Background: an optimization exercise with open tools, aiming at small area, a short achievable clock period and few clock cycles per item. Do not read the settings as production practice. Function was checked by simulation only, so behaviour that the tests miss may differ from the original. No activity file was given, so power comes from the tool's default toggle rates.

[flow/design.v]
module rs_linecode_dec (
    input  wire       clk,
    input  wire       rst,
    input  wire       in_valid,
    output wire       in_ready,
    input  wire [7:0] in_sym,
    input  wire       in_era_valid,
    input  wire [3:0] in_era_dev,
    output reg        out_valid,
    output reg  [7:0] out_sym,
    output reg        out_last,
    output reg        out_ue,
    output reg        out_ce,
    output reg  [3:0] out_nerr,
    output reg  [9:0] out_devmask
);
    function [7:0] gf_mul;
        input [7:0] a;
        input [7:0] b;
        integer i;
        reg [7:0] p;
        reg [7:0] aa;
        begin
            p  = 8'd0;
            aa = a;
            for (i = 0; i < 8; i = i + 1) begin
                if (b[i]) p = p ^ aa;
                aa = {aa[6:0], 1'b0} ^ (aa[7] ? 8'h1d : 8'h00);
            end
            gf_mul = p;
        end
    endfunction
    function [7:0] gf_pow;
        input integer n;
        integer i;
        reg [7:0] p;
        begin
            p = 8'd1;
            for (i = 0; i < n % 255; i = i + 1)
                p = {p[6:0], 1'b0} ^ (p[7] ? 8'h1d : 8'h00);
            gf_pow = p;
        end
    endfunction
    function [3:0] g16_mul;
        input [3:0] a;
        input [3:0] b;
        integer i;
        reg [3:0] p;
        reg [3:0] aa;
        begin
            p = 4'd0;
            aa = a;
            for (i = 0; i < 4; i = i + 1) begin
                if (b[i]) p = p ^ aa;
                aa = {aa[2:0], 1'b0} ^ (aa[3] ? 4'h3 : 4'h0);
            end
            g16_mul = p;
        end
    endfunction
    function [3:0] g16_inv;
        input [3:0] a;
        begin
            case (a)
            4'd0: g16_inv = 4'd0;
            4'd1: g16_inv = 4'd1;
            4'd2: g16_inv = 4'd9;
            4'd3: g16_inv = 4'd14;
            4'd4: g16_inv = 4'd13;
            4'd5: g16_inv = 4'd11;
            4'd6: g16_inv = 4'd7;
            4'd7: g16_inv = 4'd6;
            4'd8: g16_inv = 4'd15;
            4'd9: g16_inv = 4'd2;
            4'd10: g16_inv = 4'd12;
            4'd11: g16_inv = 4'd5;
            4'd12: g16_inv = 4'd10;
            4'd13: g16_inv = 4'd4;
            4'd14: g16_inv = 4'd3;
            4'd15: g16_inv = 4'd8;
            endcase
        end
    endfunction
    function [11:0] inv_a;
        input [7:0] a;
        reg [7:0] c;
        reg [3:0] h, l, d;
        begin
            c = {a[5], a[2] ^ a[5] ^ a[6], a[1] ^ a[3] ^ a[4], a[4] ^ a[7], a[3] ^ a[4] ^ a[5] ^ a[6], a[2] ^ a[4] ^ a[6], a[2] ^ a[3] ^ a[6] ^ a[7], a[0] ^ a[1] ^ a[2] ^ a[3] ^ a[4] ^ a[6] ^ a[7]};
            h = c[7:4];
            l = c[3:0];
            d = g16_mul(g16_mul(h, h), 4'd8) ^ g16_mul(h, l) ^ g16_mul(l, l);
            inv_a = {h, l, d};
        end
    endfunction
    function [7:0] inv_b;
        input [11:0] x;
        reg [3:0] h, l, di;
        reg [7:0] r;
        begin
            h  = x[11:8];
            l  = x[7:4];
            di = g16_inv(x[3:0]);
            r  = {g16_mul(h, di), g16_mul(h ^ l, di)};
            inv_b = {r[2] ^ r[4] ^ r[6] ^ r[7], r[1] ^ r[3] ^ r[4] ^ r[6], r[7], r[2] ^ r[6] ^ r[7], r[1] ^ r[2] ^ r[4], r[1] ^ r[3] ^ r[4] ^ r[7], r[1] ^ r[4] ^ r[5] ^ r[6] ^ r[7], r[0] ^ r[2] ^ r[4] ^ r[5]};
        end
    endfunction
    integer k;
    reg        rdy;
    reg [1:0]  skn;
    reg [12:0] sk0, sk1;                  
    wire       push = in_valid & rdy;
    wire       pop;
    wire [12:0] skin = {in_era_valid, in_era_dev, in_sym};
    wire [1:0] skn_nx = skn + {1'b0, push} - {1'b0, pop};
    assign in_ready = rdy;
    always @(posedge clk) begin
        if (rst) begin
            skn <= 2'd0;
            rdy <= 1'b1;
        end else begin
            skn <= skn_nx;
            rdy <= (skn_nx != 2'd2);
        end
        if (push) sk1 <= skin;
        if (pop) sk0 <= (skn == 2'd2) ? sk1 : skin;
        else if (skn == 2'd0) sk0 <= skin;
    end
    reg  [6:0] ipos;                      
    reg        pend;                      
    reg        era_in;
    reg  [3:0] edev_in;
    reg  [7:0] bufm [0:67];
    reg  [7:0] acc  [0:11];
    wire       launch;                    
    wire       acc_scale, acc_rot;
    reg        w_v;
    reg        w_first;                   
    reg  [7:0] w_sym;
    reg  [6:0] w_pos;
    reg        w_era;
    reg  [3:0] w_dev;
    wire       w_last = w_v && (w_pos == 7'd79);
    wire       go_clean;
    assign pop = (skn != 2'd0) && ((ipos != 7'd0) || !(pend || w_last) || launch);
    always @(posedge clk) begin
        if (rst) begin
            ipos <= 7'd0;
            pend <= 1'b0;
            w_v  <= 1'b0;
        end else begin
            if (pop) ipos <= (ipos == 7'd79) ? 7'd0 : ipos + 7'd1;
            w_v  <= pop;
            pend <= (pend && !launch) || w_last;
        end
        w_first <= (ipos == 7'd0);
        w_sym <= sk0[7:0];
        w_pos <= ipos;
        w_era <= sk0[12] && (sk0[11:8] <= 4'd9);
        w_dev <= sk0[11:8];
    end
    always @(posedge clk) begin
        if (w_v && w_pos < 7'd68) bufm[w_pos] <= w_sym;
        if (w_v && w_pos == 7'd0) begin
            era_in  <= w_era;
            edev_in <= w_dev;
        end
    end
    reg [7:0] acc_in [0:11];
    reg       last_zero;                  
    always @(*) begin
        last_zero = 1'b1;
        for (k = 0; k < 12; k = k + 1) begin
            acc_in[k] = (w_first ? 8'd0 : gf_mul(acc[k], gf_pow(k))) ^ w_sym;
            if (acc_in[k] != 8'd0) last_zero = 1'b0;
        end
    end
    reg acc_zero;                         
    always @(posedge clk)
        if (w_last) acc_zero <= last_zero;
    always @(posedge clk) begin
        for (k = 0; k < 12; k = k + 1) begin
            if (w_v)
                acc[k] <= acc_in[k];
            else if (acc_scale)
                acc[k] <= gf_mul(acc[k], gf_pow(176 * k));
            else if (acc_rot)
                acc[k] <= acc[(k + 1) % 12];
        end
    end
    localparam [3:0] S_IDLE = 4'd0,
                     S_ROT  = 4'd1,
                     S_BM   = 4'd2,       
                     S_BMU  = 4'd3,       
                     S_OMG  = 4'd5,
                     S_SIG1 = 4'd6,
                     S_SIG2 = 4'd7,
                     S_CNT  = 4'd8,
                     S_CEND = 4'd9,
                     S_DEC  = 4'd10,
                     S_RLD2 = 4'd11,
                     S_LEAD = 4'd12;
    reg  [3:0] st, st_n;
    reg  [3:0] r;                         
    reg  [3:0] rc;                        
    reg        dz;                        
    reg  [3:0] L;
    reg        d_era;
    reg  [3:0] d_dev;
    reg  [7:0] lam [0:10];                
    reg  [7:0] bp  [0:10];                
    reg  [7:0] gam, gtmp, dlt;
    reg        swp;
    reg  [3:0] cc;                        
    reg [10:0] mk;                        
    reg  [7:0] cl  [0:6];                 
    reg  [7:0] co  [0:9];                 
    reg  [7:0] cla [0:4];                 
    reg  [6:0] cp;                        
    reg  [3:0] nroot;
    reg  [9:0] dmask;
    reg        rf;                        
    reg  [3:0] rfdev;
    wire [3:0] rho   = d_era ? 4'd8 : 4'd0;
    wire [3:0] limit = d_era ? 4'd10 : 4'd6;
    reg [71:0] rom;
    always @(*) begin
        case (d_dev)
        4'd0: rom = 72'hf59029599645dc12fc;
        4'd1: rom = 72'hef63a3bf84576351e6;
        4'd2: rom = 72'h0e869c3e11d5428249;
        4'd3: rom = 72'hc49cfb61b9337ce3a8;
        4'd4: rom = 72'h7e48ab2db4b6a3e64f;
        4'd5: rom = 72'haabfec24eb6fc2a885;
        4'd6: rom = 72'ha94361db643077853b;
        4'd7: rom = 72'h934e741772ad5a8181;
        4'd8: rom = 72'h8824a2e77cac6cd90d;
        4'd9: rom = 72'h7fd192270fa548fdd9;
        default: rom = 72'h0;
        endcase
    end
    reg [71:0] rom_in;
    always @(*) begin
        case (edev_in)
        4'd0: rom_in = 72'hf59029599645dc12fc;
        4'd1: rom_in = 72'hef63a3bf84576351e6;
        4'd2: rom_in = 72'h0e869c3e11d5428249;
        4'd3: rom_in = 72'hc49cfb61b9337ce3a8;
        4'd4: rom_in = 72'h7e48ab2db4b6a3e64f;
        4'd5: rom_in = 72'haabfec24eb6fc2a885;
        4'd6: rom_in = 72'ha94361db643077853b;
        4'd7: rom_in = 72'h934e741772ad5a8181;
        4'd8: rom_in = 72'h8824a2e77cac6cd90d;
        4'd9: rom_in = 72'h7fd192270fa548fdd9;
        default: rom_in = 72'h0;
        endcase
    end
    wire [7:0]  g1     = rom[7:0];
    wire [7:0]  g2     = rom[71:64];
    reg md_b;                             
    reg use_com;                          
    reg [7:0] com;
    reg hi;
    reg [7:0] dpart;
    reg       o_we;                       
    reg [3:0] o_idx;
    reg [7:0] o_val;                      
    reg  [7:0] la [0:6];
    reg  [7:0] ly [0:6];
    reg  [7:0] lp [0:6];
    reg  [7:0] lamv, bpv, accv;
    reg        mkv;
    reg  [7:0] dsum, dsumt;
    always @(*) begin
        for (k = 0; k < 7; k = k + 1) begin
            if (hi && k < 4) begin
                lamv = lam[k + 7];
                bpv  = bp[k + 7];
                accv = acc[(17 - k) % 12];
                mkv  = mk[k + 7];
            end else begin
                lamv = lam[k];
                bpv  = bp[k];
                accv = acc[(12 - k) % 12];
                mkv  = mk[k];
            end
            la[k] = md_b ? ((k == 0 && !hi) ? gam : bpv) : lamv;
            if (hi && k >= 4)
                ly[k] = 8'd0;
            else if (use_com)
                ly[k] = com;
            else
                ly[k] = mkv ? accv : 8'd0;
            lp[k] = gf_mul(la[k], ly[k]);
        end
        dsum = 8'd0;
        for (k = 0; k < 7; k = k + 1)
            dsum = dsum ^ lp[k];
        dsumt = dsum ^ (hi ? dpart : 8'd0);
    end
    reg [7:0] cv0;
    reg [7:0] cl1 [0:6];                  
    always @(*) begin
        cv0 = 8'd0;
        for (k = 0; k < 7; k = k + 1) begin
            cl1[k] = gf_mul(cl[k], gf_pow(k));
            cv0 = cv0 ^ cl[k];
        end
    end
    wire in_e    = d_era && (cp[6:3] == d_dev);
    reg  [3:0] need_r;                    
    reg        lim_r;                     
    wire [3:0] nroot_p = nroot + {3'd0, rf};
    reg  [7:0] f1_ov, f1_lo;
    reg        f1_rt;
    reg [11:0] f2_ia;
    reg  [7:0] f2_ov;
    reg        f2_rt;
    reg  [7:0] f3_iv, f3_ov;
    reg        f3_rt;
    reg  [7:0] f4_err;
    reg        f4_rt;
    reg  [7:0] ov_now, lo_now;
    always @(*) begin
        ov_now = 8'd0;
        for (k = 0; k < 10; k = k + 1) ov_now = ov_now ^ co[k];
        lo_now = 8'd0;
        for (k = 0; k < 5; k = k + 1) lo_now = lo_now ^ cla[k];
    end
    always @(posedge clk) begin
        f1_ov  <= ov_now;
        f1_lo  <= lo_now;
        f1_rt  <= (cv0 == 8'd0) || in_e;
        f2_ia  <= inv_a(f1_lo);
        f2_ov  <= f1_ov;
        f2_rt  <= f1_rt;
        f3_iv  <= inv_b(f2_ia);
        f3_ov  <= f2_ov;
        f3_rt  <= f2_rt;
        f4_err <= gf_mul(f3_ov, f3_iv);
        f4_rt  <= f3_rt;
    end
    reg        oact;
    reg  [6:0] rp;
    reg        corr;
    reg        l_ue, l_corr;
    reg  [3:0] l_nerr;
    reg  [9:0] l_dm;
    assign go_clean = (st == S_IDLE) && pend && acc_zero;
    reg  go_dec;
    assign launch = go_clean || go_dec;
    always @(*) begin
        l_ue   = 1'b0;
        l_corr = 1'b0;
        l_nerr = 4'd0;
        l_dm   = 10'd0;
        go_dec = 1'b0;
        if (st == S_DEC && ((nroot != need_r) || lim_r)) begin
            go_dec = 1'b1;
            l_ue   = 1'b1;
        end else if (st == S_LEAD && cc == 4'd4) begin
            go_dec = 1'b1;
            l_corr = 1'b1;
            l_nerr = nroot;
            l_dm   = dmask;
        end
    end
    wire corr_now = launch ? l_corr : corr;
    always @(posedge clk) begin
        if (rst) begin
            oact      <= 1'b0;
            rp        <= 7'd0;
            out_valid <= 1'b0;
            out_last  <= 1'b0;
        end else begin
            out_valid <= launch || oact;
            out_last  <= oact && (rp == 7'd67);
            if (launch || oact) begin
                rp   <= (rp == 7'd67) ? 7'd0 : rp + 7'd1;
                oact <= (rp != 7'd67);
            end
        end
        out_sym <= bufm[rp] ^ ((corr_now && f4_rt) ? f4_err : 8'd0);
        if (launch) begin
            corr        <= l_corr;
            out_ue      <= l_ue;
            out_ce      <= !l_ue && (l_nerr != 4'd0);
            out_nerr    <= l_nerr;
            out_devmask <= l_dm;
        end
    end
    assign acc_scale = (st == S_IDLE) && pend && !acc_zero;
    wire two = d_era;                     
    wire adv = !two || hi;                
    wire dact = (st == S_BM) && dz && (rc != 4'd11);    
    assign acc_rot   = (st == S_ROT) || (dact && adv) || (st == S_OMG && adv);
    reg dz_n;
    always @(*) begin
        st_n = st;
        case (st)
        S_IDLE: if (pend && !acc_zero) st_n = era_in ? S_ROT : S_BM;
        S_ROT:  if (cc == 4'd7) st_n = S_BM;
        S_BM:   if (dz) begin
                    if (rc == 4'd11) st_n = S_OMG;
                end else if (adv) st_n = S_BMU;
        S_BMU:  if (adv) st_n = (rc == 4'd11) ? S_OMG : S_BM;
        S_OMG:  if (adv && cc == L - 4'd1) st_n = d_era ? S_SIG1 : S_CNT;
        S_SIG1: st_n = S_SIG2;
        S_SIG2: st_n = S_CNT;
        S_CNT:  if (cp == 7'd79 || nroot_p == need_r) st_n = S_CEND;
        S_CEND: st_n = S_DEC;
        S_DEC:  st_n = go_dec ? S_IDLE : (d_era ? S_RLD2 : S_LEAD);
        S_RLD2: st_n = S_LEAD;
        S_LEAD: if (cc == 4'd4) st_n = S_IDLE;
        default: st_n = S_IDLE;
        endcase
        if (rst) st_n = S_IDLE;
        dz_n = dz;
        if (st == S_IDLE) dz_n = 1'b1;
        if (dact && adv) dz_n = (dsumt == 8'd0);
        if (st == S_BMU && adv) dz_n = 1'b1;
    end
    always @(posedge clk) begin
        st     <= st_n;
        dz     <= dz_n;
        md_b    <= (st_n == S_BM) && !dz_n;
        use_com <= ((st_n == S_BM) && !dz_n) || (st_n == S_BMU) ||
                   (st_n == S_SIG1) || (st_n == S_DEC) ||
                   (st_n == S_SIG2) || (st_n == S_RLD2);
        if (st_n == S_BM)
            com <= (dact && adv) ? dsumt : dlt;
        else if (st_n == S_BMU)
            com <= gam;
        else if (st_n == S_SIG1 || st_n == S_DEC)
            com <= g1;
        else
            com <= g2;
        if (st == S_OMG) begin
            need_r <= L - rho;
            lim_r  <= (L > limit);
        end
        hi     <= two && !hi && !rst &&
                  (dact || (st == S_BM && !dz) || st == S_BMU || st == S_OMG);
        o_val <= dsumt;
        o_idx <= cc;
        if (st != S_OMG) o_we <= 1'b0;
        if (o_we && o_idx < 4'd10) co[o_idx] <= o_val;
        case (st)
        S_IDLE: if (pend && !acc_zero) begin
            d_era <= era_in;
            d_dev <= edev_in;
            lam[0] <= 8'd1;
            bp[0]  <= 8'd1;
            for (k = 1; k < 9; k = k + 1) begin
                lam[k] <= era_in ? rom_in[8*k-1 -: 8] : 8'd0;
                bp[k]  <= era_in ? rom_in[8*k-1 -: 8] : 8'd0;
            end
            lam[9]  <= 8'd0;
            lam[10] <= 8'd0;
            bp[9]   <= 8'd0;
            bp[10]  <= 8'd0;
            gam <= 8'd1;
            L   <= era_in ? 4'd8 : 4'd0;
            r   <= era_in ? 4'd8 : 4'd0;
            rc  <= 4'd0;
            dlt <= 8'd0;
            cc  <= 4'd0;
            mk  <= 11'h7ff;
            for (k = 0; k < 10; k = k + 1) co[k] <= 8'd0;
        end
        S_ROT: cc <= cc + 4'd1;
        S_BM: if (dz) begin
            if (rc == 4'd11) begin
                cc <= 4'd0;
                mk <= 11'h001;
            end else if (!adv) begin
                dpart <= dsum;
            end else begin
                dlt   <= dsumt;
                rc    <= r;
                r     <= r + 4'd1;
                bp[0] <= 8'd0;
                for (k = 1; k < 11; k = k + 1) bp[k] <= bp[k - 1];
            end
        end else begin
            if (!hi) begin
                gtmp <= lp[0];
                for (k = 1; k < 7; k = k + 1) bp[k] <= lp[k];
                swp <= ({L, 1'b0} <= {1'b0, rc} + {1'b0, rho});
            end else begin
                for (k = 0; k < 4; k = k + 1) bp[k + 7] <= lp[k];
            end
        end
        S_BMU: begin
            if (!hi) begin
                lam[0] <= lp[0];
                for (k = 1; k < 7; k = k + 1) lam[k] <= lp[k] ^ bp[k];
                if (swp)
                    for (k = 0; k < 7; k = k + 1) bp[k] <= lam[k];
            end else begin
                for (k = 0; k < 4; k = k + 1) lam[k + 7] <= lp[k] ^ bp[k + 7];
                if (swp)
                    for (k = 7; k < 11; k = k + 1) bp[k] <= lam[k];
            end
            if (adv) begin
                if (swp) begin
                    gam <= dlt;
                    L   <= rc + 4'd1 + rho - L;
                end else begin
                    gam <= gtmp;
                end
                dlt <= 8'd0;
                if (rc == 4'd11) begin
                    cc <= 4'd0;
                    mk <= 11'h001;
                end
            end
        end
        S_OMG: if (!adv) begin
            o_we  <= 1'b0;
            dpart <= dsum;
        end else begin
            o_we  <= 1'b1;
            cc <= cc + 4'd1;
            mk <= {mk[9:0], 1'b1};
            if (cc == L - 4'd1) begin
                for (k = 0; k < 5; k = k + 1) cla[k] <= lam[2 * k + 1];
                for (k = 0; k < 7; k = k + 1) cl[k] <= lam[k];
            end
        end
        S_SIG1: begin
            cl[1] <= lam[1] ^ lp[0];
            cl[2] <= lam[2] ^ lp[1];
            for (k = 3; k < 7; k = k + 1) cl[k] <= 8'd0;
        end
        S_SIG2: cl[2] <= cl[2] ^ lp[0];
        S_DEC: begin
            for (k = 0; k < 7; k = k + 1) cl[k] <= lam[k];
            if (d_era) begin
                cl[1] <= lam[1] ^ lp[0];
                cl[2] <= lam[2] ^ lp[1];
                for (k = 3; k < 7; k = k + 1) cl[k] <= 8'd0;
            end
            cc <= 4'd0;
        end
        S_RLD2: cl[2] <= cl[2] ^ lp[0];
        S_LEAD: cc <= cc + 4'd1;
        default: ;
        endcase
        if (st == S_CNT || st == S_LEAD || oact) begin
            for (k = 0; k < 7; k = k + 1) cl[k] <= cl1[k];
            cp <= cp + 7'd1;
        end else begin
            cp <= 7'd0;
        end
        if (st == S_LEAD || oact) begin
            for (k = 0; k < 10; k = k + 1) co[k] <= gf_mul(co[k], gf_pow(k));
            for (k = 0; k < 5; k = k + 1) cla[k] <= gf_mul(cla[k], gf_pow(2 * k + 1));
        end
    end
    always @(posedge clk) begin
        rf    <= (st == S_CNT) && (cv0 == 8'd0) && !in_e;
        rfdev <= cp[6:3];
        if (st == S_IDLE) begin
            nroot <= 4'd0;
            dmask <= 10'd0;
        end else if (rf) begin
            nroot <= nroot + 4'd1;
            dmask[rfdev] <= 1'b1;
        end
    end
endmodule
[flow/run.sh]
#!/bin/bash
# synth_recipe.tcl (not shown) runs the flow's synth.tcl, then flattens the netlist and writes it again
# the make line also repeats each setting of config.mk as NAME=value (left out here)
make -C /OpenROAD-flow-scripts/flow DESIGN_CONFIG=/design/flow/config.mk WORK_HOME=/design/flow/orfs CLKGATE_MAP_FILE= SYNTH_SCRIPT=/design/flow/synth_recipe.tcl finish
[flow/config.mk]
export PLATFORM = sky130hd
export DESIGN_NAME = rs_linecode_dec
export DESIGN_NICKNAME = rs_linecode_dec
export VERILOG_FILES = /design/flow/design.v
export SDC_FILE = /design/flow/constraint.sdc
export NUM_CORES = 4
export LEC_CHECK = 0
export CAP_MARGIN = 40
export CORE_MARGIN = 2
export CORE_UTILIZATION = 40
export SLEW_MARGIN = 30
[flow/constraint.sdc]
create_clock -name core_clock -period 17.0 [get_ports {clk}]
set_input_delay 3.4000 -clock core_clock [delete_from_list [all_inputs] [get_ports {clk}]]
set_output_delay 3.4000 -clock core_clock [all_outputs]
set_load 0.01 [all_outputs]
==> results of run 1 <==
[kinds of logic (layout without fill, tap and decap cells)]
family                   after synthesis  count (layout)  synth area share
AND/OR/NAND/NOR                     1805            1805            0.1034
buffers and inverters                562             555           0.03177
multiplexers                         380             380           0.08327
flip-flops                          1363            1363            0.4898
other                                  0               3                 0
XOR/XNOR                            1575            1575            0.1967
adder cells (fa/ha/maj)               59              59          0.009515
AO/OA/AOI/OAI                       1068            1068           0.08546
[cells in the mapped netlist, types with 21 or more instances]
| master | number |
|---|---|
| a211oi_1 | 97 |
| a21o_1 | 24 |
| a21oi_1 | 315 |
| a221o_1 | 24 |
| a22o_1 | 31 |
| a22oi_1 | 49 |
| and2_1 | 58 |
| and3_1 | 42 |
| buf_1 | 58 |
| buf_2 | 31 |
| clkbuf_1 | 340 |
| dfxtp_1 | 254 |
| edfxtp_1 | 1109 |
| ha_1 | 58 |
| inv_1 | 80 |
| mux2_2 | 24 |
| mux2i_1 | 134 |
| mux4_2 | 207 |
| nand2_1 | 612 |
| nand2b_1 | 49 |
| nand3_1 | 160 |
| nand3b_1 | 32 |
| nand4_1 | 25 |
| nor2_1 | 603 |
| nor2b_1 | 78 |
| nor3_1 | 58 |
| o211ai_1 | 26 |
| o21ai_0 | 307 |
| o22ai_1 | 29 |
| or2_2 | 21 |
| xnor2_1 | 1053 |
| xnor2_2 | 22 |
| xnor3_1 | 74 |
| xor2_1 | 392 |
[worst max-delay path by stage]
stage	start	to	slack (ns)	depth (start not counted)
3_3_place_gp	hi$_DFF_P_	use_com$_DFF_P_	10.96	13
3_5_place_dp	hi$_DFF_P_	use_com$_DFF_P_	10.97	13
2_1_floorplan	hi$_DFF_P_	lam[0][0]$_SDFFCE_PN1P_	10.72	11
5_1_grt	hi$_DFF_P_	use_com$_DFF_P_	10.85	14
6_report	hi$_DFF_P_	use_com$_DFF_P_	11.09	14
4_1_cts	hi$_DFF_P_	use_com$_DFF_P_	10.93	13
[through the flow]
step | instances | util
final | 9432 | 0.4430
after global placement | 9088 | 0.4147
after floorplan | 6812 | -
after global routing | 9429 | 0.4429
after CTS | 9398 | 0.4415
after detailed placement | 9117 | 0.4164
[worst register-to-register path, stage by stage, from the launching register on]
cell	delay, ns
dfxtp_4	0.81
buf_4	0.47
buf_12	0.29
mux4_2	0.80
xor2_1	0.26
xnor2_1	0.50
nand2_1	0.13
xnor2_1	0.19
xnor3_2	0.55
xnor3_1	0.40
xnor3_2	0.43
xor2_1	0.40
nand3b_2	0.15
o41ai_4	0.31
a21boi_2	0.10
[layout make-up]
cell class / count / area, sq um
fill: 17859 / 108500
sequential: 1363 / 38440
multi-input combinational: 4887 / 37660
clock buffer: 196 / 4143
tap: 2624 / 3283
timing repair buffer: 190 / 1692
clock inverter: 85 / 744.5
inverter: 84 / 315.3
antenna: 3 / 7.507
[placed cells by master (no fill, tap or decap), types with 41 or more instances in the layout]
master | Yosys | routed
a211oi_1 | 97 | 97
a21oi_1 | 315 | 315
a22oi_1 | 49 | 49
and2_1 | 58 | 56
and3_1 | 42 | 41
buf_4 | 19 | 113
clkbuf_16 | 0 | 155
clkdlybuf4s50_1 | 0 | 42
dfxtp_1 | 254 | 236
edfxtp_1 | 1109 | 1109
ha_1 | 58 | 58
inv_1 | 80 | 79
mux2i_1 | 134 | 132
mux4_2 | 207 | 207
nand2_1 | 612 | 610
nand2b_1 | 49 | 47
nand3_1 | 160 | 160
nor2_1 | 603 | 599
nor2b_1 | 78 | 78
nor3_1 | 58 | 55
o21ai_0 | 307 | 299
xnor2_1 | 1053 | 1052
xnor3_1 | 74 | 74
xor2_1 | 392 | 392
[per-layer routing]
metal / wire, microns / up-vias / share of wire
li1: - / 23930 / -
met1: 99740 / 26461 / 0.41
met2: 110600 / 2190 / 0.46
met3: 16880 / 508 / 0.070
met4: 14520 / 2 / 0.060
met5: 11 / - / 0.000046
[sequential cells by signal (all words and copies together), names as in the netlist, 10 cells and up, named ones only]
register / flops
cl: 56
rom: 16
co: 80
out_devmask: 10
lam: 88
bp: 88
dmask: 10
cla: 40
sk1: 13
bufm: 544
rom_in: 60
mk: 10
sk0: 13
acc: 96
[report_power, final]
part | switching (mW) | total (mW) | internal, mW
Combinational | 1.94 | 3.30 | 1.36
Clock | 1.43 | 3.27 | 1.84
Sequential | 0.358 | 4.36 | 4.00
Total | 3.73 | 10.9 | 7.20
==> impl_metrics.toml, run 1 <==
[clock_tree]
cts-root-buf = "clkbuf_16"
cts_max_level = 4
clkTransAtPathRegs_ns = 0.06
clock_sinks = 1363
cts_tree = "done"
postCtsSetupBuffers = 0
hold_buffers = 0
clk_latency_ns = 0.82
clockBufferDepth = 3
cts_resized = 0
numCtsBuffers = 152

[routing]
routed_wirelength_microns = 241700
detail-route-antenna-nets = 0
route.detailed.drc = 0
drt_iter0_drc = 5872
vias_per_cell = 5.629
post_drt_wl_per_cell_microns = 25.63
vias = 53091
drtPass1Iterations = 8

[placement]
dp_slack_ns = 10.97
dp_hpwl_microns = 170900
gp_congestion = 0.9663
dpl-instance-area_sq_um = 81120
io_buffers = 42

[finish]
final_area_sq_um = 86290
final_layout_size_suffix_gt1_frac = 0.1130
syn2layout_area_growth_pct = 10.10
final_nets = 6753

[power]
ir_drop_v = 0.0001129
leakage_nw = 29.02
power.density_nw_per_um2 = 126.7
fin_total_pwr_mw = 10.93

[synth]
synth_edf_count = 1109
yosys_register_bits = 1363
synth_area_leaders = "edfxtp_1, xnor2_1, dfxtp_1"
synthArstFlopShare = 0
synthFlopType = "edfxtp_1"
synth_area_per_cell_sq_um = 11.50
synth_cells = 6812
syn_area_sq_um = 78370
synthDistinctLibCells = 116
synth_top_area_frac = 0.4249
yosysWarnings = 14
synth_area_leader_cell = "edfxtp_1"
synth-seq-area-share = 0.4898
synth_nets = 6887

[hold_path]
hold_path_startpoint = "f2_ov[6]$_DFF_P_"
whs_path_depth = 0
hold_path.class = "flip-flop to flip-flop"
min_to = "f3_ov[6]$_DFF_P_"

[floorplan]
fp.dieH_microns = 446.6
core_region_area_sq_um = 194800
die_w_microns = 446.6
num_io_pins = 43
num_rows = 162
initial_utilization = 0.4023
fp.dieArea_sq_um = 199500

[sta]
setup_viol = 0
post-route-min-period_ns = 5.911
max_freq_mhz = 169.2
slew_viol_final = 0
slew_headroom = 0.3322
hold_viol_final = 0
min_period_over_period = 0.3477
setup_ws_ns = 11.09
skew_ns = 0.03154
rsz0062_at_grt = "no"
whs_ns = 0.3191
tns_ns = 0
worstMarginPinSlew_ns = 0.9912

[global_route]
grt.met1_usage = 0.3159
gr-usage-met2 = 0.3746
grt_overflow_total = 0
met3_usage = 0.03922
antenna_found_initial = 4
grt_pass1_vias = 51279
grt_busiest_layer = "met2"
grtUsageTotal = 0.2388
grt_pass1_wl_microns = 353100
grt_start_max_net_pins = 112

[worst_setup_path]
worstRegToRegCells = 14
worstSetupPathType = "flip-flop to flip-flop"
crit_chain = "buf_4 > buf_12 > mux4_2 > xor2_1 > xnor2_1 > nand2_1 > xnor2_1 > xnor3_2 > xnor3_1 > xnor3_2 > xor2_1 > nand3b_2 > o41ai_4 > a21boi_2"
worst_path_max_delay_cell = "dfxtp_4"
crit_path_start_kind = "flip-flop"
slowest_delay_ns = 0.81
reg2reg_to = "use_com$_DFF_P_"
crit_buf_inv = 2
crit_fanout = 61
cp.required_ns = 17.68
critPathCaptureType = "flip-flop"
ff2ff_setup_slack_ns = 11.09
r2r-start = "hi$_DFF_P_"
cp.arrival_ns = 6.59
critical_path.top_delay_family = "XOR/XNOR gates"

[job]
drv_cap = 0

[outcome]
run_status = "finished clean"
Testbench counts, summed over its fixed seeds: cycles 108,835, items 800.
==> inputs of run 2 (changes only) <==
--- a/flow/config.mk
+++ b/flow/config.mk
@@ -8,4 +8,4 @@
 export CAP_MARGIN = 40
 export CORE_MARGIN = 2
-export CORE_UTILIZATION = 40
+export CORE_UTILIZATION = 55
 export SLEW_MARGIN = 30
==> run 2 against run 1 <==
  * Critical path type unchanged
  * Synthesized cell count did not move
  * Total power rose by 0.54%
  * Count of clock-buffer cells in the layout rose by 17
  * Fmax fell by 1.5%
  * Highest routed layer is now met4
  * Worst hold slack improved by 0.0083 ns
  * Cell area fell by 0.68%
  * Still clean
  * Clock power barely moved
  * Sequential power barely moved
  * Via count rose by 1.2%
  * Largest power group unchanged
==> impl_metrics.toml, run 2 <==
[synth]
synth_area_leaders = "edfxtp_1, xnor2_1, dfxtp_1"
synth_area_per_cell_sq_um = 11.50
synthArstFlopShare = 0
yosysWarnings = 14
yosysMostFrequentCell = "edfxtp_1"
synth_commonest_cells = "edfxtp_1, xnor2_1, nand2_1"
synthFlopType = "edfxtp_1"
syn_area_sq_um = 78370
synthDistinctLibCells = 116
synth_nets = 6887
yosys_register_bits = 1363
synth_area_leader_cell = "edfxtp_1"
synth-seq-area-share = 0.4898
synth_top_area_frac = 0.4249
synth_cells = 6812
synth_edf_count = 1109

[sta]
setup_viol = 0
rsz0062_at_grt = "no"
slew_viol_final = 0
worstMarginPinSlew_ns = 0.9672
setup_ws_ns = 11.00
skew_ns = 0.03610
tns_ns = 0
hold_viol_final = 0
slew_headroom = 0.3552
min_period_over_period = 0.3528
max_freq_mhz = 166.7
post-route-min-period_ns = 5.998

[routing]
route.detailed.drc = 0
drt_iter0_drc = 6780
vias = 53712
routed_wirelength_microns = 247700
post_drt_wl_per_cell_microns = 28.41
vias_per_cell = 6.160
drtPass1Iterations = 6
detail-route-antenna-nets = 0

[finish]
regMostFlops = "bufm"
final_layout_size_suffix_gt1_frac = 0.1169
post_layout_nonfiller_instances = 8719
final_nets = 6775
layout_commonest_cell = "edfxtp_1"
syn2layout_area_growth_pct = 9.352
mostFrequentLayoutCells = "edfxtp_1, xnor2_1, nand2_1"
largest_register_ffs = 544
nFillCells = 11438
top_regs = "bufm x544, acc x96"
utilization = 0.6060
final-seq-area_sq_um = 38440
multiInputGateArea_sq_um = 37660

[clock_tree]
cts_resized = 0
numCtsBuffers = 151
hold_buffers = 0
clock_sinks = 1363
clockBufferDepth = 3
cts_max_level = 4
clkTransAtPathRegs_ns = 0.06
cts-root-buf = "clkbuf_16"
clk_latency_ns = 0.79
cts_tree = "done"
postCtsSetupBuffers = 0

[power]
clockPowerShare = 0.297
leakage_nw = 29.16
power.density_nw_per_um2 = 128.2
power_frac_seq = 0.396
p_int_mw = 7.244
ir_drop_v = 0.0001277
power.switching_mw = 3.745
pwr-share-comb = 0.307
switching_share = 0.3408

[floorplan]
core_region_area_sq_um = 141400
fp.dieH_microns = 381.5
fp.dieArea_sq_um = 145500
die_w_microns = 381.5
initial_utilization = 0.5542
num_rows = 138
num_io_pins = 43

[global_route]
grt_overflow_total = 0
grt_pass1_vias = 51342
grtUsageTotal = 0.3376
grt_start_max_net_pins = 179
antenna_found_initial = 2
grt_pass1_wl_microns = 361400

[placement]
dp_cells = 8402
dp_hpwl_microns = 175800
gp_congestion = 1.023
dp_slack_ns = 10.93
io_buffers = 42

[worst_setup_path]
crit_fanout = 54
critPathCaptureType = "flip-flop"
crit_path_start_kind = "flip-flop"
cp.arrival_ns = 6.64
cp.required_ns = 17.64
worstSetupPathType = "flip-flop to flip-flop"

[job]
drv_cap = 0

[outcome]
run_status = "finished clean"

[hold_path]
hold_path.class = "flip-flop to flip-flop"
-- run 2: layer usage --
metal | share of wire | up-vias | track usage
li1 | - | 23981 | -
met1 | 0.41 | 26642 | 0.4664
met2 | 0.45 | 2556 | 0.5204
met3 | 0.079 | 533 | 0.04947
met4 | 0.059 | 0 | 0.1742
met5 | 0 | - | 0
-- run 2: logic make-up after synthesis --
family          after synthesis  share of synthesized area
compound gates             1068                    0.08546
xor+xnor                   1575                     0.1967
fa+ha+maj                    59                   0.009515
buf+inv                     562                    0.03177
flops                      1363                     0.4898
mux                         380                    0.08327
simple gates               1805                     0.1034
-- run 2: stage by stage --
step,hold WS [ns],power [mW],cell area [sq um]
2_1_floorplan,0.3096,6.601,78370
3_3_place_gp,0.3106,7.609,79960
3_5_place_dp,0.3121,7.660,80410
4_1_cts,0.3292,10.92,85350
5_1_grt,0.3395,11.36,85690
6_report,0.3274,10.99,85700
-- run 2: path summary, 6_finish.rpt --
| kind | startpoint | endpoint | slack (ns) | depth (start not counted) |
|---|---|---|---|---|
| max | hi$_DFF_P_ | use_com$_DFF_P_ | 11.00 | 13 |
| max reg2reg | hi$_DFF_P_ | use_com$_DFF_P_ | 11.00 | 13 |
| min | f3_rt$_DFF_P_ | f4_rt$_DFF_P_ | 0.33 | 0 |
| min reg2reg | f3_rt$_DFF_P_ | f4_rt$_DFF_P_ | 0.33 | 0 |
-- run 2: power by group through the flow --
stage               clock, mW  combinational (mW)  sequential [mW]
floorplan                   0                2.42             4.18
global placement            0                3.20             4.41
detailed placement          0                3.26             4.40
CTS                      3.30                3.28             4.33
global route             3.43                3.57             4.35
finish                   3.27                3.37             4.35
-- run 2: critical path: stages, from the launching register on --
cell and delay, ns:
dfxtp_4 0.80, buf_4 0.71, nor2_2 0.24, a221oi_2 0.88, nand2_1 0.15, xor2_1 0.23, xnor3_1 0.39, xnor2_2 0.50
xor2_1 0.26, xnor3_1 0.39, xnor2_1 0.53, nand4_1 0.24, o41ai_4 0.41, a21boi_2 0.09
-- run 2: layout make-up --
| type | count | area share |
|---|---|---|
| multi-input cells | 4887 | 0.4395 |
| inverters | 84 | 0.003679 |
| diodes | 3 | 0.00008760 |
| clock buffers | 213 | 0.05027 |
| repair buffers | 213 | 0.02295 |
| well taps | 1890 | 0.02759 |
| flip-flops and latches | 1363 | 0.4486 |
| clock inverters | 66 | 0.007373 |
==> inputs of run 3 (changes only) <==
--- a/flow/design.v
+++ b/flow/design.v
@@ -239,20 +239,4 @@
         endcase
     end
-    reg [71:0] rom_in;
-    always @(*) begin
-        case (edev_in)
-        4'd0: rom_in = 72'hf59029599645dc12fc;
-        4'd1: rom_in = 72'hef63a3bf84576351e6;
-        4'd2: rom_in = 72'h0e869c3e11d5428249;
-        4'd3: rom_in = 72'hc49cfb61b9337ce3a8;
-        4'd4: rom_in = 72'h7e48ab2db4b6a3e64f;
-        4'd5: rom_in = 72'haabfec24eb6fc2a885;
-        4'd6: rom_in = 72'ha94361db643077853b;
-        4'd7: rom_in = 72'h934e741772ad5a8181;
-        4'd8: rom_in = 72'h8824a2e77cac6cd90d;
-        4'd9: rom_in = 72'h7fd192270fa548fdd9;
-        default: rom_in = 72'h0;
-        endcase
-    end
     wire [7:0]  g1     = rom[7:0];
     wire [7:0]  g2     = rom[71:64];
@@ -260,5 +244,6 @@
     reg use_com;                          
     reg [7:0] com;
-    reg hi;
+    reg hi;                               
+    reg hi_a, hi_b;                       
     reg [7:0] dpart;
     reg       o_we;                       
@@ -273,5 +258,5 @@
     always @(*) begin
         for (k = 0; k < 7; k = k + 1) begin
-            if (hi && k < 4) begin
+            if ((k < 2 ? hi_a : hi_b) && k < 4) begin
                 lamv = lam[k + 7];
                 bpv  = bp[k + 7];
@@ -284,6 +269,6 @@
                 mkv  = mk[k];
             end
-            la[k] = md_b ? ((k == 0 && !hi) ? gam : bpv) : lamv;
-            if (hi && k >= 4)
+            la[k] = md_b ? ((k == 0 && !hi_a) ? gam : bpv) : lamv;
+            if (hi_b && k >= 4)
                 ly[k] = 8'd0;
             else if (use_com)
@@ -441,4 +426,11 @@
         hi     <= two && !hi && !rst &&
                   (dact || (st == S_BM && !dz) || st == S_BMU || st == S_OMG);
+        hi_a   <= two && !hi && !rst &&
+                  (dact || (st == S_BM && !dz) || st == S_BMU || st == S_OMG);
+        if (rst)
+            hi_b <= 1'b0;
+        else
+            hi_b <= two && !hi &&
+                    (dact || (st == S_BM && !dz) || st == S_BMU || st == S_OMG);
         o_val <= dsumt;
         o_idx <= cc;
@@ -452,6 +444,6 @@
             bp[0]  <= 8'd1;
             for (k = 1; k < 9; k = k + 1) begin
-                lam[k] <= era_in ? rom_in[8*k-1 -: 8] : 8'd0;
-                bp[k]  <= era_in ? rom_in[8*k-1 -: 8] : 8'd0;
+                lam[k] <= 8'd0;
+                bp[k]  <= 8'd0;
             end
             lam[9]  <= 8'd0;
@@ -468,5 +460,12 @@
             for (k = 0; k < 10; k = k + 1) co[k] <= 8'd0;
         end
-        S_ROT: cc <= cc + 4'd1;
+        S_ROT: begin
+            cc <= cc + 4'd1;
+            if (cc == 4'd0)
+                for (k = 1; k < 9; k = k + 1) begin
+                    lam[k] <= rom[8*k-1 -: 8];
+                    bp[k]  <= rom[8*k-1 -: 8];
+                end
+        end
         S_BM: if (dz) begin
             if (rc == 4'd11) begin
--- a/flow/config.mk
+++ b/flow/config.mk
@@ -8,4 +8,4 @@
 export CAP_MARGIN = 40
 export CORE_MARGIN = 2
-export CORE_UTILIZATION = 55
+export CORE_UTILIZATION = 40
 export SLEW_MARGIN = 30
==> run 3 against run 2 <==
  * Worst hold slack got worse by 0.00061 ns
  * Die area increased by 35%
  * Sequential power decreased by 3%
  * Final cell count increased by 6.2%
  * Still clean
  * Critical endpoint is now md_b$_DFF_P_
  * Synthesized cell count decreased by 1.2%
  * Count of clock-buffer cells in the layout decreased by 17
==> impl_metrics.toml, run 3 <==
[outcome]
run_status = "finished clean"

[worst_setup_path]
cp-startpoint = "md_b$_DFF_P_"
ff2ff_setup_slack_ns = 11.36
reg2reg_to = "md_b$_DFF_P_"
crit_end = "md_b$_DFF_P_"
cp.required_ns = 17.68
worstSetupPathType = "flip-flop to flip-flop"
crit_fanout = 37
critPathCaptureType = "flip-flop"
r2r-start = "md_b$_DFF_P_"
crit_path_start_kind = "flip-flop"
cp.arrival_ns = 6.32
worstRegToRegCells = 14

[clock_tree]
postCtsSetupBuffers = 0
clk_latency_ns = 0.80
clock_sinks = 1356
cts_max_level = 4
cts_tree = "done"
clkTransAtPathRegs_ns = 0.06
clockBufferDepth = 3
cts-root-buf = "clkbuf_16"
cts_resized = 0
numCtsBuffers = 149
hold_buffers = 0

[sta]
skew_ns = 0.03323
hold_viol_final = 0
rsz0062_at_grt = "no"
worstMarginPinSlew_ns = 0.9568
post-route-min-period_ns = 5.641
slew_headroom = 0.3621
tns_ns = 0
slew_viol_final = 0
min_period_over_period = 0.3318
whs_ns = 0.3268
setup_viol = 0
max_freq_mhz = 177.3

[floorplan]
fp.dieArea_sq_um = 197000
num_rows = 161
core_region_area_sq_um = 192400
die_w_microns = 443.8
fp.dieH_microns = 443.8
num_io_pins = 43
initial_utilization = 0.4022

[synth]
synth_area_leader_cell = "edfxtp_1"
synth_cells = 6727
synth_area_leaders = "edfxtp_1, xnor2_1, dfxtp_1"
synth_edf_count = 1109
synth-seq-area-share = 0.4943
synthFlopType = "edfxtp_1"
syn_area_sq_um = 77370
yosys.area_share.simple = 0.1029
synth_xor_area_frac = 0.2025
yosysMostFrequentCell = "edfxtp_1"
synth_area_per_cell_sq_um = 11.50
synth_top_family_by_area = "XOR/XNOR gates"
synthMuxAreaShare = 0.08254
yosys_register_bits = 1356
yosysWarnings = 14
synthDistinctLibCells = 100
synth_commonest_cells = "edfxtp_1, xnor2_1, nor2_1"
synthArstFlopShare = 0
yosys.area_share.adder = 0.008830
synth_nets = 6797
synth-compound-area-share = 0.08083
synth_top_area_frac = 0.4304

[placement]
dp_hpwl_microns = 167200
io_buffers = 42
gp_congestion = 0.9348

[routing]
drtPass1Iterations = 6
route.detailed.drc = 0
vias = 52152
drt_iter0_drc = 6164
routed_wirelength_microns = 234900
detail-route-antenna-nets = 0
post_drt_wl_per_cell_microns = 25.37
vias_per_cell = 5.632

[global_route]
grt.met1_usage = 0.3231
grt_busiest_layer = "met2"
antenna_found_initial = 15
grt_start_max_net_pins = 83
met3_usage = 0.03625
gr-usage-met2 = 0.3732
grt_pass1_vias = 50414
grt_overflow_total = 0
grt_pass1_wl_microns = 345000
grtUsageTotal = 0.2345

[power]
power.density_nw_per_um2 = 127.3
clockPowerShare = 0.305
power.switching_mw = 3.681
power_frac_seq = 0.385
switching_share = 0.3378
pwr-share-comb = 0.310
p_int_mw = 7.218
fin_total_pwr_mw = 10.90
ir_drop_v = 0.0001071
leakage_nw = 28.67

[finish]
top_regs = "bufm x544, acc x96"
final_layout_size_suffix_gt1_frac = 0.1086
largest_register_ffs = 544
layout_commonest_cell = "edfxtp_1"
mostFrequentLayoutCells = "edfxtp_1, xnor2_1, nor2_1"
syn2layout_area_growth_pct = 10.62
final_nets = 6677
regMostFlops = "bufm"

[job]
drv_cap = 0

[hold_path]
hold_path.class = "flip-flop to flip-flop"
-- run 3: how the worst min path moves through the flow --
| stage | start | endpoint | slack [ns] | cells past startpoint |
|---|---|---|---|---|
| 4_1_cts | f1_ov[3]$_DFF_P_ | f2_ov[3]$_DFF_P_ | 0.33 | 0 |
| 2_1_floorplan | f1_ov[0]$_DFF_P_ | f2_ov[0]$_DFF_P_ | 0.31 | 0 |
| 5_1_grt | f1_ov[4]$_DFF_P_ | f2_ov[4]$_DFF_P_ | 0.33 | 0 |
| 3_3_place_gp | f1_ov[7]$_DFF_P_ | f2_ov[7]$_DFF_P_ | 0.31 | 0 |
| 3_5_place_dp | f1_ov[3]$_DFF_P_ | f2_ov[3]$_DFF_P_ | 0.31 | 0 |
| 6_report | f1_ov[2]$_DFF_P_ | f2_ov[2]$_DFF_P_ | 0.33 | 0 |
-- run 3: cell families after synthesis --
| logic type | Yosys count |
|---|---|
| compound gates | 1007 |
| xor+xnor | 1609 |
| fa+ha+maj | 54 |
| buf+inv | 532 |
| flops | 1356 |
| mux | 373 |
| simple gates | 1796 |
-- run 3: power by group through the flow --
stage	clock network (mW)	logic, mW	registers, mW
floorplan	0	2.47	4.06
global route	3.50	3.58	4.21
finish	3.33	3.37	4.20
CTS	3.37	3.32	4.20
detailed placement	0	3.30	4.27
global placement	0	3.24	4.26
-- run 3: cell type report --
cell class	instances	area (sq um)
timing repair buffer	184	1693
clock buffer	196	4100
tap	2526	3161
clock inverter	79	873.3
sequential	1356	38300
inverter	77	289.0
multi-input combinational	4839	37160
fill	17432	106800
antenna	3	7.507
-- run 3: per-layer routing --
metal	up-vias	part of all wire	wire length [microns]
li1	23588	-	-
met1	26086	0.43	100200
met2	2064	0.47	109400
met3	408	0.069	16150
met4	6	0.039	9160
met5	-	0.00014	33
-- run 3: worst max-delay path: stages, from the launching register on --
cell and delay (ns):
dfxtp_4 0.71, buf_4 0.42, buf_12 0.30, mux2i_1 0.75
a211oi_1 0.13, xor2_1 0.26, xnor2_1 0.16, xnor3_1 0.43
xnor3_1 0.54, xnor2_2 0.21, xnor3_1 0.34, xor3_2 0.56
nor4b_4 0.32, a31o_4 0.21, nor2_1 0.05
-- run 3: through the flow --
| stage | utilization | instances | worst slack (ns) | instance area [sq um] |
|---|---|---|---|---|
| 2_1_floorplan | - | 6727 | 11.20 | 77370 |
| 3_3_place_gp | 0.4158 | 8930 | 11.10 | 79980 |
| 3_5_place_dp | 0.4173 | 8953 | 11.43 | 80280 |
| 4_1_cts | 0.4432 | 9228 | 11.36 | 85250 |
| 5_1_grt | 0.4449 | 9258 | 11.24 | 85580 |
| 6_report | 0.4449 | 9260 | 11.36 | 85580 |
Testbench counts of run 3, summed over its fixed seeds: cycles 108,835, items 800.
==> inputs of run 4 (changes only) <==
--- a/flow/design.v
+++ b/flow/design.v
@@ -241,5 +241,8 @@
     wire [7:0]  g1     = rom[7:0];
     wire [7:0]  g2     = rom[71:64];
-    reg md_b;                             
+    reg md_b, md_b2;                      
+    reg use_com2;                         
+    reg md_fo;                            
+    reg  [7:0] f3_iv, f3_ov;              
     reg use_com;                          
     reg [7:0] com;
@@ -269,8 +272,12 @@
                 mkv  = mk[k];
             end
-            la[k] = md_b ? ((k == 0 && !hi_a) ? gam : bpv) : lamv;
-            if (hi_b && k >= 4)
+            la[k] = (k < 4 ? md_b : md_b2) ? ((k == 0 && !hi_a) ? gam : bpv) : lamv;
+            if (k == 6 && md_fo)
+                la[k] = f3_ov;
+            if (k == 6 && md_fo)
+                ly[k] = f3_iv;
+            else if (hi_b && k >= 4)
                 ly[k] = 8'd0;
-            else if (use_com)
+            else if (k < 4 ? use_com : use_com2)
                 ly[k] = com;
             else
@@ -301,5 +308,4 @@
     reg  [7:0] f2_ov;
     reg        f2_rt;
-    reg  [7:0] f3_iv, f3_ov;
     reg        f3_rt;
     reg  [7:0] f4_err;
@@ -322,5 +328,5 @@
         f3_ov  <= f2_ov;
         f3_rt  <= f2_rt;
-        f4_err <= gf_mul(f3_ov, f3_iv);
+        f4_err <= lp[6];
         f4_rt  <= f3_rt;
     end
@@ -412,4 +418,14 @@
                    (st_n == S_SIG1) || (st_n == S_DEC) ||
                    (st_n == S_SIG2) || (st_n == S_RLD2);
+        if (rst) begin
+            md_b2    <= 1'b0;
+            use_com2 <= 1'b0;
+        end else begin
+            md_b2    <= (st_n == S_BM) && !dz_n;
+            use_com2 <= ((st_n == S_BM) && !dz_n) || (st_n == S_BMU) ||
+                        (st_n == S_SIG1) || (st_n == S_DEC) ||
+                        (st_n == S_SIG2) || (st_n == S_RLD2);
+        end
+        md_fo   <= (st_n == S_LEAD) || (st == S_LEAD) || oact;
         if (st_n == S_BM)
             com <= (dact && adv) ? dsumt : dlt;
==> run 4 against run 3 <==
  * Highest routed layer unchanged
  * Sequential share of layout area increased by 0.35 points
  * Worst hold slack got worse by 0.0036 ns
  * Cell area decreased by 0.64%
  * Synthesized cell count decreased by 1.9%
  * Largest cell class unchanged
==> impl_metrics.toml, run 4 <==
[finish]
final_nets = 6600
final_layout_size_suffix_gt1_frac = 0.1189
multiInputGateArea_sq_um = 36010
largest_register_ffs = 544
nFillCells = 17375
layout_commonest_cell = "edfxtp_1"
syn2layout_area_growth_pct = 11.51
mostFrequentLayoutCells = "edfxtp_1, xnor2_1, nor2_1"
final-seq-area_sq_um = 38360
final_area_sq_um = 85030
regMostFlops = "bufm"
top_regs = "bufm x544, acc x96"
utilization = 0.4481

[sta]
rsz0062_at_grt = "no"
setup_viol = 0
slew_headroom = 0.3552
skew_ns = 0.05341
post-route-min-period_ns = 5.679
tns_ns = 0
min_period_over_period = 0.3341
slew_viol_final = 0
hold_viol_final = 0
max_freq_mhz = 176.1
worstMarginPinSlew_ns = 0.9672

[global_route]
grt_pass1_vias = 50209
grt_pass1_wl_microns = 346500
grt_overflow_total = 0
antenna_found_initial = 9
grt_start_max_net_pins = 82
grtUsageTotal = 0.2410

[clock_tree]
cts_tree = "done"
postCtsSetupBuffers = 0
cts-root-buf = "clkbuf_16"
numCtsBuffers = 150
clockBufferDepth = 3
clock_sinks = 1359
clk_latency_ns = 0.82
cts_resized = 0
hold_buffers = 0
cts_max_level = 4
clkTransAtPathRegs_ns = 0.06

[power]
leakage_nw = 28.42
fin_total_pwr_mw = 10.91
ir_drop_v = 0.0001096
power.density_nw_per_um2 = 128.3

[routing]
post_drt_wl_per_cell_microns = 25.77
vias_per_cell = 5.653
drt_iter0_drc = 6326
route.detailed.drc = 0
detail-route-antenna-nets = 0
drtPass1Iterations = 6
vias = 51852
routed_wirelength_microns = 236400

[job]
drv_cap = 0

[worst_setup_path]
critPathCaptureType = "flip-flop"
worstSetupPathType = "flip-flop to flip-flop"
crit_path_start_kind = "flip-flop"
cp.arrival_ns = 6.33
cp.required_ns = 17.65
crit_fanout = 21

[outcome]
run_status = "finished clean"

[placement]
io_buffers = 42
gp_congestion = 0.9583
dp_hpwl_microns = 167200
dpl-instance-area_sq_um = 79380

[synth]
synth_edf_count = 1109
yosysMostFrequentCell = "edfxtp_1"
synthFlopType = "edfxtp_1"
synthDistinctLibCells = 100
synth-seq-area-share = 0.5023
synth_top_area_frac = 0.4367
synth_area_leaders = "edfxtp_1, xnor2_1, dfxtp_1"
syn_area_sq_um = 76260
synth_nets = 6672
synth_area_leader_cell = "edfxtp_1"
synth_cells = 6602
synth_area_per_cell_sq_um = 11.55
synthArstFlopShare = 0
yosys_register_bits = 1359
synth_commonest_cells = "edfxtp_1, xnor2_1, nor2_1"
yosysWarnings = 14

[floorplan]
num_io_pins = 43
initial_utilization = 0.4018
num_rows = 160
fp.dieH_microns = 440.6
fp.dieArea_sq_um = 194200
core_region_area_sq_um = 189800
die_w_microns = 440.6

[hold_path]
hold_path.class = "flip-flop to flip-flop"
==> run 4: cell types whose count changed in the layout (fill, tap and decap cells not counted), moves of 11 or more <==
cell      change
xnor2_1      -33
xnor3_1      -22
a211oi_1     -21
a21o_1       -24
buf_4        +17
nor3_1       -11
nand2_1      +18
o21ai_0      +52
mux2_2       +14
a21oi_1      -56
==> run 4: logic make-up (layout without fill, tap and decap cells) <==
family / Yosys count / count (layout) / synth area share
buf+inv: 516 / 567 / 0.02817
other cells: 0 / 9 / 0
compound gates: 960 / 960 / 0.07831
fa+ha+maj: 54 / 54 / 0.008959
mux: 381 / 381 / 0.08519
simple gates: 1790 / 1790 / 0.1036
xor+xnor: 1542 / 1542 / 0.1934
flops: 1359 / 1359 / 0.5023
==> run 4: where the power goes <==
part / total, mW / internal (mW) / leakage [nW] / switching, mW
logic: 3.29 / 1.35 / 13.8 / 1.94
registers: 4.20 / 3.91 / 12.1 / 0.291
clock network: 3.42 / 2.00 / 2.51 / 1.42
total: 10.9 / 7.26 / 28.4 / 3.65
==> run 4: worst max-delay path, cell delays in order, from the launching register on <==
cell and delay (ns):
dfxtp_1 0.78, inv_1 0.54, mux2i_1 0.75, xnor3_1 0.39, xnor2_1 0.37, nor2_1 0.09, xnor2_1 0.16, xnor2_1 0.69
xor3_1 0.61, xnor3_1 0.52, nor3_2 0.41, a21boi_0 0.18
==> run 4: per-layer routing <==
metal  track usage  part of all wire
met5             0           0.00011
met2        0.3632              0.44
met4        0.1087             0.046
met3       0.04922             0.086
met1        0.3344              0.42
==> run 4: worst paths after layout <==
path	start	endpoint	slack, ns	cells after the start
min	f1_ov[7]$_DFF_P_	f2_ov[7]$_DFF_P_	0.32	0
min reg2reg	f1_ov[7]$_DFF_P_	f2_ov[7]$_DFF_P_	0.32	0
max reg2reg	md_fo$_DFF_P_	use_com$_DFF_P_	11.32	11
max	md_fo$_DFF_P_	use_com$_DFF_P_	11.32	11
==> run 4: cell type report <==
cell class / count / area share
Sequential cell: 1359 / 0.4511
Multi-Input combinational cell: 4727 / 0.4235
Clock buffer: 196 / 0.04973
Tap cell: 2511 / 0.03695
Timing Repair Buffer: 220 / 0.02397
Clock inverter: 79 / 0.01129
Inverter: 72 / 0.003178
Antenna cell: 9 / 0.0002649
==> run 4: per-stage QoR <==
step                      cells  hold WS [ns]  setup WS [ns]
final                      9173        0.3232          11.32
after global placement     8819        0.3161          10.84
after global routing       9167        0.3325          11.09
after floorplan            6602        0.3096          11.36
after CTS                  9122        0.3251          11.31
after detailed placement   8847        0.3136          11.18
Testbench counts of run 4, summed over its fixed seeds: cycles 108,835, items 800.
==> inputs of run 5 (changes only) <==
--- a/flow/design.v
+++ b/flow/design.v
@@ -190,6 +190,7 @@
     localparam [3:0] S_IDLE = 4'd0,
                      S_ROT  = 4'd1,
-                     S_BM   = 4'd2,       
+                     S_BMD  = 4'd2,       
                      S_BMU  = 4'd3,       
+                     S_BM1  = 4'd4,       
                      S_OMG  = 4'd5,
                      S_SIG1 = 4'd6,
@@ -203,5 +204,4 @@
     reg  [3:0] r;                         
     reg  [3:0] rc;                        
-    reg        dz;                        
     reg  [3:0] L;
     reg        d_era;
@@ -241,8 +241,5 @@
     wire [7:0]  g1     = rom[7:0];
     wire [7:0]  g2     = rom[71:64];
-    reg md_b, md_b2;                      
-    reg use_com2;                         
-    reg md_fo;                            
-    reg  [7:0] f3_iv, f3_ov;              
+    reg md_b;                             
     reg use_com;                          
     reg [7:0] com;
@@ -272,12 +269,8 @@
                 mkv  = mk[k];
             end
-            la[k] = (k < 4 ? md_b : md_b2) ? ((k == 0 && !hi_a) ? gam : bpv) : lamv;
-            if (k == 6 && md_fo)
-                la[k] = f3_ov;
-            if (k == 6 && md_fo)
-                ly[k] = f3_iv;
-            else if (hi_b && k >= 4)
+            la[k] = md_b ? ((k == 0 && !hi_a) ? gam : bpv) : lamv;
+            if (hi_b && k >= 4)
                 ly[k] = 8'd0;
-            else if (k < 4 ? use_com : use_com2)
+            else if (use_com)
                 ly[k] = com;
             else
@@ -308,4 +301,5 @@
     reg  [7:0] f2_ov;
     reg        f2_rt;
+    reg  [7:0] f3_iv, f3_ov;
     reg        f3_rt;
     reg  [7:0] f4_err;
@@ -328,5 +322,5 @@
         f3_ov  <= f2_ov;
         f3_rt  <= f2_rt;
-        f4_err <= lp[6];
+        f4_err <= gf_mul(f3_ov, f3_iv);
         f4_rt  <= f3_rt;
     end
@@ -383,16 +377,16 @@
     wire two = d_era;                     
     wire adv = !two || hi;                
-    wire dact = (st == S_BM) && dz && (rc != 4'd11);    
+    wire dact = (st == S_BMD);            
+    wire dzc  = (dlt == 8'd0);
     assign acc_rot   = (st == S_ROT) || (dact && adv) || (st == S_OMG && adv);
-    reg dz_n;
     always @(*) begin
         st_n = st;
         case (st)
-        S_IDLE: if (pend && !acc_zero) st_n = era_in ? S_ROT : S_BM;
-        S_ROT:  if (cc == 4'd7) st_n = S_BM;
-        S_BM:   if (dz) begin
-                    if (rc == 4'd11) st_n = S_OMG;
-                end else if (adv) st_n = S_BMU;
-        S_BMU:  if (adv) st_n = (rc == 4'd11) ? S_OMG : S_BM;
+        S_IDLE: if (pend && !acc_zero) st_n = era_in ? S_ROT : S_BMD;
+        S_ROT:  if (cc == 4'd7) st_n = S_BMD;
+        S_BMD:  if (adv) st_n = S_BM1;
+        S_BM1:  if (dzc) st_n = (rc == 4'd11) ? S_OMG : S_BMD;
+                else if (adv) st_n = S_BMU;
+        S_BMU:  if (adv) st_n = (rc == 4'd11) ? S_OMG : S_BMD;
         S_OMG:  if (adv && cc == L - 4'd1) st_n = d_era ? S_SIG1 : S_CNT;
         S_SIG1: st_n = S_SIG2;
@@ -406,28 +400,13 @@
         endcase
         if (rst) st_n = S_IDLE;
-        dz_n = dz;
-        if (st == S_IDLE) dz_n = 1'b1;
-        if (dact && adv) dz_n = (dsumt == 8'd0);
-        if (st == S_BMU && adv) dz_n = 1'b1;
     end
     always @(posedge clk) begin
         st     <= st_n;
-        dz     <= dz_n;
-        md_b    <= (st_n == S_BM) && !dz_n;
-        use_com <= ((st_n == S_BM) && !dz_n) || (st_n == S_BMU) ||
+        md_b    <= (st_n == S_BM1);
+        use_com <= (st_n == S_BM1) || (st_n == S_BMU) ||
                    (st_n == S_SIG1) || (st_n == S_DEC) ||
                    (st_n == S_SIG2) || (st_n == S_RLD2);
-        if (rst) begin
-            md_b2    <= 1'b0;
-            use_com2 <= 1'b0;
-        end else begin
-            md_b2    <= (st_n == S_BM) && !dz_n;
-            use_com2 <= ((st_n == S_BM) && !dz_n) || (st_n == S_BMU) ||
-                        (st_n == S_SIG1) || (st_n == S_DEC) ||
-                        (st_n == S_SIG2) || (st_n == S_RLD2);
-        end
-        md_fo   <= (st_n == S_LEAD) || (st == S_LEAD) || oact;
-        if (st_n == S_BM)
-            com <= (dact && adv) ? dsumt : dlt;
+        if (st_n == S_BM1)
+            com <= dact ? dsumt : dlt;
         else if (st_n == S_BMU)
             com <= gam;
@@ -441,12 +420,12 @@
         end
         hi     <= two && !hi && !rst &&
-                  (dact || (st == S_BM && !dz) || st == S_BMU || st == S_OMG);
+                  (dact || (st == S_BM1 && !dzc) || st == S_BMU || st == S_OMG);
         hi_a   <= two && !hi && !rst &&
-                  (dact || (st == S_BM && !dz) || st == S_BMU || st == S_OMG);
+                  (dact || (st == S_BM1 && !dzc) || st == S_BMU || st == S_OMG);
         if (rst)
             hi_b <= 1'b0;
         else
             hi_b <= two && !hi &&
-                    (dact || (st == S_BM && !dz) || st == S_BMU || st == S_OMG);
+                    (dact || (st == S_BM1 && !dzc) || st == S_BMU || st == S_OMG);
         o_val <= dsumt;
         o_idx <= cc;
@@ -484,16 +463,17 @@
                 end
         end
-        S_BM: if (dz) begin
+        S_BMD: if (!adv) begin
+            dpart <= dsum;
+        end else begin
+            dlt   <= dsumt;
+            rc    <= r;
+            r     <= r + 4'd1;
+            bp[0] <= 8'd0;
+            for (k = 1; k < 11; k = k + 1) bp[k] <= bp[k - 1];
+        end
+        S_BM1: if (dzc) begin
             if (rc == 4'd11) begin
                 cc <= 4'd0;
                 mk <= 11'h001;
-            end else if (!adv) begin
-                dpart <= dsum;
-            end else begin
-                dlt   <= dsumt;
-                rc    <= r;
-                r     <= r + 4'd1;
-                bp[0] <= 8'd0;
-                for (k = 1; k < 11; k = k + 1) bp[k] <= bp[k - 1];
             end
         end else begin
==> run 5 against run 4 <==
  * Fmax decreased by 5.0%
  * Combinational power down 5%
  * Area after synthesis increased by 2.0%
  * Synthesized cell count is 4.2% higher
  * Sequential cell count decreased by 4
  * Count of clock-buffer cells in the layout up 3
==> impl_metrics.toml, run 5 <==
[outcome]
run_status = "finished clean"

[floorplan]
die_w_microns = 445.0
fp.dieH_microns = 445.0
fp.dieArea_sq_um = 198000
num_rows = 161
num_io_pins = 43
core_region_area_sq_um = 193000
initial_utilization = 0.4031

[finish]
syn2layout_area_growth_pct = 10.39
mostFrequentLayoutCells = "edfxtp_1, xnor2_1, nand2_1"
multiInputGateArea_sq_um = 37560
largest_register_ffs = 544
top_regs = "bufm x544, acc x96"
final_nets = 6813
nFillCells = 17792
utilization = 0.4449
layout_commonest_cell = "edfxtp_1"
regMostFlops = "bufm"
final_layout_size_suffix_gt1_frac = 0.1034
final-seq-area_sq_um = 38290

[placement]
gp_congestion = 0.9248
io_buffers = 42
dp_hpwl_microns = 161700

[synth]
synthFlopType = "edfxtp_1"
syn_area_sq_um = 77790
yosys_register_bits = 1355
synth_cells = 6876
synthArstFlopShare = 0
yosysWarnings = 14
synth_nets = 6946
synth_top_area_frac = 0.4281
synth_area_leaders = "edfxtp_1, xnor2_1, dfxtp_1"
synth_commonest_cells = "edfxtp_1, xnor2_1, nor2_1"
synth_edf_count = 1109
yosysMostFrequentCell = "edfxtp_1"
synth-seq-area-share = 0.4914
synthDistinctLibCells = 91
synth_area_leader_cell = "edfxtp_1"
synth_area_per_cell_sq_um = 11.31

[clock_tree]
clock_sinks = 1355
cts_max_level = 4
cts_resized = 0
cts-root-buf = "clkbuf_16"
clockBufferDepth = 3
postCtsSetupBuffers = 0
cts_tree = "done"
numCtsBuffers = 149
clkTransAtPathRegs_ns = 0.06
hold_buffers = 0
clk_latency_ns = 0.82

[sta]
min_period_over_period = 0.3518
skew_ns = 0.05635
hold_viol_final = 0
slew_headroom = 0.3796
post-route-min-period_ns = 5.980
max_freq_mhz = 167.2
setup_viol = 0
worstMarginPinSlew_ns = 0.9306
rsz0062_at_grt = "no"
tns_ns = 0
slew_viol_final = 0

[global_route]
antenna_found_initial = 3
grt_start_max_net_pins = 103
grt_pass1_wl_microns = 343100
grt_pass1_vias = 50902
grtUsageTotal = 0.2298
grt_overflow_total = 0

[routing]
post_drt_wl_per_cell_microns = 24.72
drtPass1Iterations = 5
vias_per_cell = 5.686
routed_wirelength_microns = 232300
route.detailed.drc = 0
detail-route-antenna-nets = 0
vias = 53432
drt_iter0_drc = 5763

[worst_setup_path]
critPathCaptureType = "flip-flop"
slowest_delay_ns = 0.87
reg2reg_to = "dlt[5]$_SDFFCE_PN0P_"
cp.arrival_ns = 6.52
worstSetupPathType = "flip-flop to flip-flop"
ff2ff_setup_slack_ns = 11.02
crit_fanout = 46
cp-startpoint = "md_b$_DFF_P_"
crit_chain = "buf_4 > mux2i_2 > xnor2_1 > xnor2_2 > nor2_1 > xor3_1 > xnor2_1 > xnor2_1 > xnor3_1 > xor3_1 > and2_1"
crit_path_start_kind = "flip-flop"
r2r-start = "md_b$_DFF_P_"
worst_path_max_delay_cell = "dfxtp_4"
cp_common_cell = "xnor2_1"
cp.required_ns = 17.54
worstRegToRegCells = 11

[power]
leakage_nw = 28.75
fin_total_pwr_mw = 10.60
ir_drop_v = 0.0001216
power.density_nw_per_um2 = 123.4

[hold_path]
min_to = "f2_ov[4]$_DFF_P_"
hold_path_startpoint = "f1_ov[4]$_DFF_P_"
hold_path.class = "flip-flop to flip-flop"
whs_path_depth = 0

[job]
drv_cap = 0
## run 5: cell types whose count changed in the layout (fill, tap and decap cells not counted), sizes merged, moves of 23 or more
| cell | change |
|---|---|
| o21ai | +70 |
| buf | -30 |
| mux2i | +40 |
| nor3 | +23 |
| o211ai | -36 |
| nor2 | -31 |
| a21oi | +72 |
## run 5: through the flow
| stage | instance area (sq um) | hold slack (ns) | worst slack (ns) | cells |
|---|---|---|---|---|
| 2_1_floorplan | 77790 | 0.3096 | 11.67 | 6876 |
| 3_3_place_gp | 80340 | 0.3105 | 10.81 | 9067 |
| 3_5_place_dp | 80690 | 0.3121 | 10.82 | 9087 |
| 4_1_cts | 85600 | 0.3228 | 11.19 | 9362 |
| 5_1_grt | 85860 | 0.3244 | 10.84 | 9393 |
| 6_report | 85870 | 0.3187 | 11.02 | 9397 |
## run 5: cell type report
cell class / instances / share of cell area
multi-input combinational: 4980 / 0.4374
clock buffer: 199 / 0.04774
antenna: 4 / 0.0001166
tap: 2526 / 0.03681
clock inverter: 76 / 0.009500
inverter: 74 / 0.003249
sequential: 1355 / 0.4459
timing repair buffer: 183 / 0.01928
## run 5: layer usage
metal,GRT usage,part of all wire
met4,0.07824,0.036
met5,0,0.000056
met3,0.04045,0.077
met1,0.3127,0.42
met2,0.3701,0.47
## run 5: cell families (layout without fill, tap and decap cells)
group | count (synthesis) | after routing | share of synthesized area
flip-flops | 1355 | 1355 | 0.4914
buffers and inverters | 541 | 532 | 0.02850
multiplexers | 404 | 404 | 0.08657
other | 0 | 4 | 0
adder cells (fa/ha/maj) | 54 | 54 | 0.008783
XOR/XNOR | 1556 | 1556 | 0.1937
AO/OA/AOI/OAI | 1097 | 1097 | 0.08273
AND/OR/NAND/NOR | 1869 | 1869 | 0.1083
## run 5: worst max-delay path by stage
| stage | end | slack, ns | cells past startpoint |
|---|---|---|---|
| after floorplan | com[2]$_DFF_P_ | 11.67 | 8 |
| after global routing | dlt[5]$_SDFFCE_PN0P_ | 10.84 | 11 |
| after CTS | dlt[5]$_SDFFCE_PN0P_ | 11.19 | 11 |
| after global placement | com[2]$_DFF_P_ | 10.81 | 9 |
| after detailed placement | com[2]$_DFF_P_ | 10.82 | 9 |
| final | dlt[5]$_SDFFCE_PN0P_ | 11.02 | 11 |
## run 5: critical path: cells and delay by family, from the launching register on
kind	cells	cell delay, ns
xor gates and xnor gates	7	2.94
buffers and inverters	1	0.75
DFF	1	0.87
muxes	1	0.75
and+or+nand+nor	2	0.31
## run 5: power breakdown
part	total, mW	leakage, nW	internal (mW)	switching [mW]
logic	3.14	14.3	1.34	1.81
registers	4.21	12.1	3.89	0.314
clock network	3.25	2.40	1.84	1.41
total	10.6	28.8	7.07	3.53
Testbench counts of run 5, summed over its fixed seeds: cycles 110,051, items 800.

-- static timing again, ports no longer ideal --
How much do the figures lean on ideal ports? The routed layouts below were timed once more, with nothing changed but the port constraints. Step 1 assumes that a clkbuf_16 drives the clock port and a buf_2 every other input. Step 2 also shifts input and output timing later by t, the mid clock arrival at the registers, as if the neighbouring blocks saw the same clock. Slacks: no drivers / after step 1 / after step 2; pairs: no drivers / after step 1.
run | shift t [ns] | slack for setup (ns)
run 1 | 0.897 | 11.089 / 11.089 / 11.089
run 2 | 0.865 | 11.002 / 11.002 / 11.002
run 3 | 0.879 | 11.359 / 11.359 / 11.359
run 4 | 0.876 | 11.321 / 11.321 / 11.127
run 5 | 0.877 | 11.020 / 11.020 / 10.743
After both steps every run listed still meets setup and hold.
